Source: an optimization exercise on an open RTL-to-GDS flow (aim: small area, a short achievable clock period and few clock cycles per item). Production flows keep margins and buffers that such runs may drop.
At most, simulation tests tie the RTL to the original design; equivalence was not proved.
Function not checked in run 1: the RTL went through the layout flow alone.
Power figures rest on the tool's default switching activity, not on a simulated workload.

==> flow/design.v (outline; a module is shown in full before it is edited, if it fits) <==
// module m960_conv_enc: 63 lines
// module m960_xacc_lane: 3764 lines
module m960_xacc_lane (
    input  wire        clk,
    input  wire        rst,         
    input  wire        in_valid,
    output wire        in_ready,
    input  wire [5:0]  in_op,
    input  wire [1:0]  in_n,        
    input  wire [63:0] in_a,        
    input  wire [31:0] in_b,        
    output wire        out_valid,
    output wire [63:0] out_data
);
  // ...
==> flow/flow/run.sh <==
#!/bin/bash
set -euo pipefail
bash standard.sh synth > standard_synth.log 2>&1
export SETUP_SLACK_MARGIN=10.7
export BUFFER_PORTS_ARGS="-buffer_cell sky130_fd_sc_hd__buf_2"
bash standard.sh finish > standard_finish.log 2>&1
==> flow/standard.sh <==
#!/bin/bash
# synth_recipe.tcl (not shown) runs the flow's synth.tcl, then flattens the netlist and writes it again
# the make line also repeats each setting of config.mk as NAME=value (left out here)
make -C /OpenROAD-flow-scripts/flow DESIGN_CONFIG=/design/flow/config.mk WORK_HOME=/design/flow/orfs CLKGATE_MAP_FILE= SYNTH_SCRIPT=/design/flow/synth_recipe.tcl "${@:-finish}"
==> flow/config.mk <==
export PLATFORM = sky130hd
export DESIGN_NAME = m960_xacc_lane
export DESIGN_NICKNAME = m960_xacc_lane
export VERILOG_FILES = /design/flow/design.v
export SDC_FILE = /design/flow/constraint.sdc
export NUM_CORES = 4
export LEC_CHECK = 0
export CAP_MARGIN = 20
export CORE_MARGIN = 2
export CORE_UTILIZATION = 40
export SLEW_MARGIN = 20
==> flow/constraint.sdc <==
create_clock -name core_clock -period 15.0 [get_ports {clk}]
set_input_delay 3.0000 -clock core_clock [delete_from_list [all_inputs] [get_ports {clk}]]
set_output_delay 3.0000 -clock core_clock [all_outputs]
set_load 0.01 [all_outputs]
==> flow_summary.yaml, run 1 <==
logic_synthesis:
  synth_cell_types: 94
  synth_area_leaders: "edfxtp_1 18%, fa_1 17%, dfxtp_1 16%"
  yosys.area.top_type: "edfxtp_1"
  synthCells: 6457
  ys_seq_area_share_pct: 33.6
  synthArstFlopShare_pct: 0
  synth_fa_ha_area_share_pct: 22.0
clock_network:
  path_clk_slew_ns: 0.06
  ctsResizeCount: 235
  clk_latency_ns: 0.76
critical_path:
  crit_chain: "buf_12 -> clkinvlp_4 -> ha_4 -> nor4b_4 -> o211a_1 -> o2111a_2 -> nand4b_4 -> or4b_4 -> nor3_4 -> nand2_2 -> nor3_4 -> a221oi_4 -> o31ai_2"
  cp_num_buf_inv: 2
  cp-endpoint: "b0[20]"
  startpoint: "in_a[30]"
  end_kind: "flop"
  rr_endpoint: "t101"
  cpPeakStageDelay_ns: 0.53
  crit_top_cell: "nor3_4"
place:
  gp_congestion: 0.899
sta:
  worstMarginPinSlew_ns: 1.22
  clock.fmax_mhz: 196
  timing.setup.tns_ns: 0
final_layout:
  n_fill_cell: 14864
  largest_reg_flops: 72
  nNonClkInverters: 684
  syn2layout_area_growth_pct: 13.5
  layout_commonest_cell: "a22oi_1"
  multi_input_area_share_pct: 54.6
grt:
  overflow: 0
detailed_routing:
  drt_iter0_markers: 5151
  postRouteAntennaNets: 0
  dr_wl_met2_mm: 90.0
  drc: 0
power:
  p_comb_share_pct: 21.2
  fin_total_pwr_mw: 7.06
  seqPwrFrac_pct: 41.6
  clock_power_mw: 2.62
  clkPwrFrac_pct: 37.2
run_status:
  status: "timing/DRC/antenna clean"
die:
  taps: 2160
  std_cell_rows: 147
==> run 2, diff against run 1 <==
--- a/flow/design.v
+++ b/flow/design.v
@@ -75,45 +75,53 @@
 );
     localparam [5:0] OP_XMAC = 6'h20,
                      OP_XCLR = 6'h21,
                      OP_XRND = 6'h22,
                      OP_FTOL = 6'h24,
                      OP_LTOF = 6'h25;
     assign in_ready = 1'b1;
     wire go     = in_valid && !rst;
-    wire is_mac = go && (in_op == OP_XMAC);
-    wire is_clr = go && (in_op == OP_XCLR);
-    wire is_rnd = go && (in_op == OP_XRND);
-    wire is_ftl = go && (in_op == OP_FTOL);
-    wire is_ltf = go && (in_op == OP_LTOF);
-    wire is_cv  = is_ftl || is_ltf;
+    reg        imac, iclr, irnd, iftl, iltf;
+    reg [1:0]  inn;
+    reg [39:0] ia;
+    reg [31:0] ib;
+    always @(posedge clk) begin
+        imac <= go && (in_op == OP_XMAC);
+        iclr <= go && (in_op == OP_XCLR);
+        irnd <= go && (in_op == OP_XRND);
+        iftl <= go && (in_op == OP_FTOL);
+        iltf <= go && (in_op == OP_LTOF);
+        inn  <= in_n;
+        ia   <= in_a[39:0];
+        ib   <= in_b;
+    end
     wire [39:0] cv_a;
     wire [31:0] cv_b;
     wire        cv_neg, cv_big;
     wire [1:0]  cv_q;
-    m960_conv_enc u_enc (.a(in_a[39:0]), .ftol(in_op[0] == 1'b0), .ma(cv_a), .mb(cv_b),
+    m960_conv_enc u_enc (.a(ia), .ftol(iftl), .ma(cv_a), .mb(cv_b),
                          .neg(cv_neg), .big(cv_big), .q(cv_q));
     reg        mac0, clr0, rnd0, cv0, ltf0, big0, nb0;
     reg [1:0]  n0;
     reg [1:0]  q0;
     reg [39:0] a0;
     reg [31:0] b0;
     always @(posedge clk) begin
-        mac0 <= is_mac;
-        clr0 <= is_clr;
-        rnd0 <= is_rnd;
-        cv0  <= is_cv;
-        ltf0 <= is_ltf;
-        big0 <= is_ftl && cv_big;
-        nb0  <= is_cv && cv_neg;
-        n0   <= in_n;
+        mac0 <= imac && !rst;
+        clr0 <= iclr && !rst;
+        rnd0 <= irnd && !rst;
+        cv0  <= (iftl || iltf) && !rst;
+        ltf0 <= iltf;
+        big0 <= iftl && cv_big;
+        nb0  <= (iftl || iltf) && cv_neg;
+        n0   <= inn;
         q0   <= cv_q;
-        a0   <= is_mac ? in_a[39:0] : is_rnd ? 40'h00_0800_0000 : cv_a;
-        b0   <= is_mac ? in_b : is_rnd ? 32'd1 : is_cv ? cv_b : 32'd0;
+        a0   <= ({40{imac}} & ia) | {12'd0, irnd, 27'd0} | ({40{iftl || iltf}} & cv_a);
+        b0   <= ({32{imac}} & ib) | {31'd0, irnd} | ({32{iftl || iltf}} & cv_b);
     end
     integer     k;
     reg  [4:0]  lgb;
     always @* begin
         lgb = 5'd0;
         for (k = 0; k < 32; k = k + 1)
             if (b0[k]) lgb = lgb | k[4:0];
     end
==> flow/config.mk (replaced) <==
export PLATFORM = sky130hd
export DESIGN_NAME = m960_xacc_lane
export DESIGN_NICKNAME = m960_xacc_lane
export VERILOG_FILES = /design/flow/design.v
export SDC_FILE = /design/flow/constraint.sdc
export NUM_CORES = 4
export LEC_CHECK = 0
export CAP_MARGIN = 20
export CORE_MARGIN = 2
export CORE_UTILIZATION = 60
export SLEW_MARGIN = 20
==> run 2 against run 1 <==
Critical path type is now reg -> reg. Count of clock-buffer cells in the layout increased by 25. Still clean. Core utilization increased by 21 points. Sequential cell count increased by 79.
==> flow_summary.yaml, run 2 <==
critical_path:
  end_kind: "flop"
  startpoint: "nb0"
  critPathKind: "reg -> reg"
  timing.rr.start: "nb0"
  reg2reg_slack_ns: 10.72
  critPathRequiredTime_ns: 15.57
  rr_endpoint: "t131"
  crit_top_cell: "fa_1"
  worstPathArrival_ns: 4.85
  cp_max_fo: 37
  start_kind: "flop"
  slowest_stage: "buf_4"
  ff2ff_path_depth: 8
  cpPeakStageDelay_ns: 0.74
  crit_chain: "buf_16 -> xnor2_2 -> buf_4 -> xor2_1 -> fa_1 -> fa_1 -> fa_1 -> fa_1"
clock_network:
  clk_latency_ns: 0.72
  cts_sinks: 978
  path_clk_slew_ns: 0.06
  cts_buffer_depth: 3
  clockRootBuffer: "clkbuf_16"
  cts_hold_buf: 0
  tritoncts: "built"
  cts_made_buffers: 102
  htreeDepth: 3
logic_synthesis:
  ys_ff_latch: 978
  synthArstFlopShare_pct: 0
  syn-num-nets: 7299
  synth_cell_types: 84
  syn-cell-area_mm2: 0.0656
  synth_common_cells: "780 x a22oi_1, 680 x inv_1, 594 x dfxtp_1, 553 x fa_1, 464 x xnor2_1"
  synthCells: 6380
  synth_most_common_cell: "a22oi_1"
  synth-edff-count: 384
  synth_top_area_share_pct: 18.1
  yosys.area.top_type: "dfxtp_1"
  synth-main-ff-cell: "dfxtp_1"
  ys_seq_area_share_pct: 35.7
  postSynthAreaPerCell_um2: 10.3
  synth_area_leaders: "dfxtp_1 18%, edfxtp_1 18%, fa_1 17%"
  yosysWarnings: 2
sta:
  clock.fmax_mhz: 234
  worstMarginPinSlew_ns: 1.18
  skew_ns: 0.0431
  max-slew-margin-rel_pct: 21.1
  slew_violations: 0
  grt_setup_unrepaired: "true"
  period_share_pct: 28.5
  hold_violations: 0
  timing.setup.tns_ns: 0
  fin_crit_ns: 4.28
  worst_slack_ns: 10.72
  setup_violations: 0
grt:
  grtUsageTotal_pct: 35.5
  antenna_found_initial: 7
  grt_first_pass_wirelength_mm: 302
  grt_pass1_vias: 49549
  overflow: 0
  grt_max_degree: 85
final_layout:
  drive_above_1_share_pct: 10.4
  final_area_mm2: 0.0721
  syn2layout_area_growth_pct: 9.92
  layout_commonest_cell: "a22oi_1"
  fin_cells: 7789
  top_register: "p2"
  largest_reg_flops: 72
  final_cell_mix: "778 x a22oi_1, 680 x inv_1, 550 x fa_1"
  n_fill_cell: 8602
  fin_nets: 7204
place:
  pre_cts_ws_ns: 9.77
  gp_congestion: 0.963
  hpwl_mm: 126
  placedCellCount: 7554
  portBuffers: 147
  dpl_cell_area_mm2: 0.0675
worst_hold_path:
  hp-class: "reg -> reg"
  min_from: "p2[67]"
  hold_end: "ph3[19]"
  holdPathStages: 0
die:
  std_cell_rows: 121
  start_util_pct: 60.4
  die_w_um: 335
  die_area_mm2: 0.112
  coreArea_mm2: 0.109
  die_h_um: 335
  io-pin-count: 173
detailed_routing:
  wl_per_cell_um: 25.7
  drt_wl_total_mm: 200
  postRouteAntennaNets: 0
  vias: 49149
  dr.pass1.iters: 6
  drc: 0
  viasPerCell: 6.31
  drt_iter0_markers: 5199
power:
  irDropWorstVdd_mv: 0.0934
  leakage_nw: 29.3
  fin_total_pwr_mw: 6.64
  powerDensity_mw_per_mm2: 92.1
run_status:
  status: "timing/DRC/antenna clean"
job:
  maxCapViolations: 0
-- run 2: logic make-up (layout without fill, tap and decap cells) --
group                    count (synthesis)  in the layout  synth area share (%)
XOR/XNOR                               864            864                  11.5
buffers and inverters                 1173           1166                  6.89
AND/OR/NAND/NOR                        938            939                  6.98
flip-flops                             978            978                  35.7
multiplexers                             7              7                 0.132
other                                    1              2               0.00572
adder cells (fa/ha/maj)                812            812                  21.8
AO/OA/AOI/OAI                         1607           1607                  16.9
-- run 2: report_power, final --
group / total, mW / switching (mW) / internal (mW) / leakage, nW
sequential: 3.08 / 0.0837 / 2.99 / 8.53
combinational: 0.970 / 0.598 / 0.372 / 19.0
clock: 2.59 / 1.09 / 1.50 / 1.73
-- run 2: timing repair --
action                     CTS  global route
cloned                       1             2
pin swaps                    9            27
resized for setup           73            86
buffers inserted             9            29
hold endpoints to repair     0             0
setup endpoints to repair  334           184
-- run 2: worst max path at each step --
stage | to | slack (ns)
2_1_floorplan | t105 | 10.71
3_3_place_gp | t107 | 9.80
3_5_place_dp | t107 | 9.77
4_1_cts | t107 | 10.66
5_1_grt | a0[39] | 10.66
6_report | t131 | 10.72
-- run 2: final cells by class --
| cell class | instances | area [um^2] | area share, % |
|---|---|---|---|
| diodes | 1 | 2.50 | 0.00347 |
| well taps | 1414 | 1770 | 2.46 |
| multi-input cells | 4230 | 38600 | 53.6 |
| flip-flops and latches | 978 | 23500 | 32.6 |
| repair buffers | 288 | 2070 | 2.87 |
| clock inverters | 40 | 489 | 0.679 |
| inverters | 685 | 2570 | 3.57 |
| clock buffers | 153 | 3030 | 4.21 |
-- run 2: worst max-delay path: cells and delay by family, from the launching register on --
| family | cells | cell delay, ns |
|---|---|---|
| DFF | 1 | 0.42 |
| xor gates and xnor gates | 2 | 0.68 |
| adders and majority gates | 4 | 1.95 |
| buffers and inverters | 2 | 0.96 |
-- run 2: routing by layer --
| metal | GRT usage [%] | part of all wire, % |
|---|---|---|
| met1 | 47.0 | 40 |
| met3 | 10.5 | 12 |
| met5 | 0.304 | 0.055 |
| met4 | 14.7 | 4.5 |
| met2 | 54.8 | 44 |
-- run 2: per-stage QoR --
step                utilization [%]  hold WS, ns
finish                         66.4        0.326
global route                   66.4        0.328
detailed placement             62.2        0.312
CTS                            65.8        0.325
global placement               62.2        0.310
floorplan                         -        0.310
Testbench counts of run 2, summed over its fixed seeds: cycles 32,048, ops 32,000.
==> run 3, diff against run 2 <==
--- a/flow/config.mk
+++ b/flow/config.mk
@@ -7,5 +7,5 @@
 export LEC_CHECK = 0
 export CAP_MARGIN = 20
 export CORE_MARGIN = 2
-export CORE_UTILIZATION = 60
+export CORE_UTILIZATION = 40
 export SLEW_MARGIN = 20
==> run 3 against run 2 <==
Cell count is 9.7% higher. Sequential share of layout area down 0.46 points. Still clean on timing, DRC and antenna. Die area increased by 49%. Routed wire length is 3.8% higher. Clock skew rose by 0.058 ns. Sequential power is essentially flat. Critical path type is now reg -> out. Critical path depth is 7 lower. Worst hold slack got worse by 0.040 ns. Non-clock buffer count shrank 16. Clock power rose by 6%.
==> flow_summary.yaml, run 3 <==
sta:
  worstMarginPinSlew_ns: 1.16
  period_share_pct: 28.8
  max-slew-margin-rel_pct: 23.0
  clock.fmax_mhz: 232
  slew_violations: 0
  hold_slack_ns: 0.286
  fin_crit_ns: 4.32
  skew_ns: 0.102
  timing.setup.tns_ns: 0
  worst_slack_ns: 10.68
  grt_setup_unrepaired: "true"
  hold_violations: 0
  setup_violations: 0
critical_path:
  cp_max_fo: 8
  worstPathArrival_ns: 1.32
  ff2ff_path_depth: 11
  timing.rr.start: "nb0"
  critPathKind: "reg -> out"
  critPathRequiredTime_ns: 12.00
  cp_num_buf_inv: 1
  rr_endpoint: "t116"
  reg2reg_slack_ns: 10.78
  end_kind: "output port"
  path_delay_family: "flip-flops"
  slowest_stage: "dfxtp_4"
  crit_chain: "buf_2"
  cpPeakStageDelay_ns: 0.38
  start_kind: "flop"
final_layout:
  top_register: "p2"
  final_cell_mix: "778 x a22oi_1, 680 x inv_1, 551 x fa_1"
  largest_reg_flops: 72
  n_fill_cell: 15092
  drive_above_1_share_pct: 10.5
  fin_nets: 7193
  fin_cells: 8543
  syn2layout_area_growth_pct: 11.8
  layout_commonest_cell: "a22oi_1"
grt:
  grt_first_pass_wirelength_mm: 312
  grt_pass1_vias: 50289
  grt_max_degree: 85
  overflow: 0
  grtUsageTotal_pct: 24.4
  antenna_found_initial: 8
logic_synthesis:
  synth_top_area_share_pct: 18.1
  ys_ff_latch: 978
  postSynthAreaPerCell_um2: 10.3
  syn-cell-area_mm2: 0.0656
  synth_common_cells: "780 x a22oi_1, 680 x inv_1, 594 x dfxtp_1, 553 x fa_1, 464 x xnor2_1"
  synth-main-ff-cell: "dfxtp_1"
  synth_cell_types: 84
  synth-edff-count: 384
  synth_most_common_cell: "a22oi_1"
  synth_area_leaders: "dfxtp_1 18%, edfxtp_1 18%, fa_1 17%"
  synthCells: 6380
  yosysWarnings: 2
  ys_seq_area_share_pct: 35.7
  yosys.area.top_type: "dfxtp_1"
  syn-num-nets: 7299
  synthArstFlopShare_pct: 0
detailed_routing:
  drc: 0
  wl_per_cell_um: 24.3
  dr.pass1.iters: 7
  vias: 49169
  drt_iter0_markers: 5293
  postRouteAntennaNets: 0
  viasPerCell: 5.76
  drt_wl_total_mm: 207
clock_network:
  cts_buffer_depth: 3
  clk_latency_ns: 0.80
  path_clk_slew_ns: 0.06
  cts_sinks: 978
  clockRootBuffer: "clkbuf_16"
  cts_made_buffers: 106
  cts_hold_buf: 0
  htreeDepth: 3
  tritoncts: "built"
worst_hold_path:
  hold_end: "c2[5]"
  holdPathStages: 0
  hp-class: "reg -> reg"
  min_from: "c1[5]"
power:
  powerDensity_mw_per_mm2: 93.0
  fin_total_pwr_mw: 6.82
  irDropWorstVdd_mv: 0.115
  leakage_nw: 29.4
place:
  portBuffers: 147
  pre_cts_ws_ns: 9.74
  placedCellCount: 8316
  hpwl_mm: 130
  gp_congestion: 0.922
die:
  die_area_mm2: 0.167
  die_w_um: 409
  io-pin-count: 173
  coreArea_mm2: 0.163
  die_h_um: 409
  start_util_pct: 40.3
  std_cell_rows: 148
run_status:
  status: "timing/DRC/antenna clean"
job:
  maxCapViolations: 0
## run 3: cell count changes in the layout (fill, tap and decap cells not counted), sizes merged
cell      change
buf          -14
bufinv        +4
clkbuf       -16
bufbuf        -1
xor2          +1
inv           +4
clkinv       +14
clkinvlp      +1
## run 3: where the power goes
part	total, mW	switching (mW)	leakage (nW)	internal [mW]
Sequential	3.09	0.0914	8.54	3.00
Combinational	0.978	0.593	19.0	0.384
Clock	2.75	1.16	1.84	1.59
## run 3: layout make-up
type                            count  area, um^2  share of cell area [%]
Tap cell                         2175        2720                    3.71
Clock buffer                      138        3000                    4.10
Timing Repair Buffer              272        2000                    2.73
Sequential cell                   978       23600                    32.2
Inverter                          685        2580                    3.52
Clock inverter                     63         788                    1.08
Antenna cell                        1        2.50                 0.00342
Multi-Input combinational cell   4231       38600                    52.7
## run 3: kinds of logic (layout without fill, tap and decap cells)
group / after synthesis / in the layout / share of synthesized area (%)
AO/OA/AOI/OAI: 1607 / 1607 / 16.9
buffers and inverters: 1173 / 1158 / 6.89
flip-flops: 978 / 978 / 35.7
AND/OR/NAND/NOR: 938 / 939 / 6.98
XOR/XNOR: 864 / 865 / 11.5
adder cells (fa/ha/maj): 812 / 812 / 21.8
multiplexers: 7 / 7 / 0.132
other: 1 / 2 / 0.00572
## run 3: worst max path at each step
stage	startpoint	slack, ns	to	cells after the start
2_1_floorplan	nb0	10.71	t105	10
3_3_place_gp	nb0	9.78	t116	11
3_5_place_dp	nb0	9.74	t116	11
4_1_cts	oys[1]	10.63	out_data[56]	1
5_1_grt	oys[0]	10.63	out_data[50]	1
6_report	oys[0]	10.68	out_data[55]	1
## run 3: what timing repair did
action / CTS / global route
gates cloned: 1 / 1
gates resized for setup: 108 / 91
endpoints found under the hold margin: 0 / 0
setup endpoints to repair: 399 / 148
buffers inserted: 14 / 9
pin swaps: 11 / 18
## run 3: per-layer routing
layer  global-route usage [%]  up-vias  wire length, um
met5                        0        -              197
met4                     11.0       16            10000
met3                     6.87      684            22500
met2                     37.4     2718            89800
met1                     32.0    24096            84900
li1                         -    21655                -
## run 3: metrics by stage
step	utilization, %	cell area, um^2
2_1_floorplan	-	65600
3_3_place_gp	42.1	68500
3_5_place_dp	42.1	68500
4_1_cts	44.7	72800
5_1_grt	45.0	73300
6_report	45.0	73300

-- afterwards: timing with drivers on the ports --
The flow's constraints put no driver on any port. The routed layouts listed below were extracted and timed again, unchanged, in two steps. Step 1: set_driving_cell puts a clkbuf_16 on clk and a buf_2 on each other input, an assumption about the parent block. Step 2 also shifts input and output timing later by t, the mid clock arrival at the registers, as if the neighbouring blocks saw the same clock. a / b / c = ideal / step 1 / step 2; a / b = the first two.
| run | t, ns | setup slack, ns | clock arrival spread, ns |
|---|---|---|---|
| run 1 | 0.808 | 9.887 / 9.902 / 9.094 | 0.096 / 0.096 |
| run 2 | 0.779 | 10.721 / 10.686 / 10.720 | 0.048 / 0.048 |
| run 3 | 0.837 | 10.683 / 10.598 / 10.322 | 0.104 / 0.104 |
After both steps setup and hold are still met in every run listed. For run 1, which loses most, drivers alone change the setup slack by +0.015 ns; drivers and shift together by -0.793 ns.
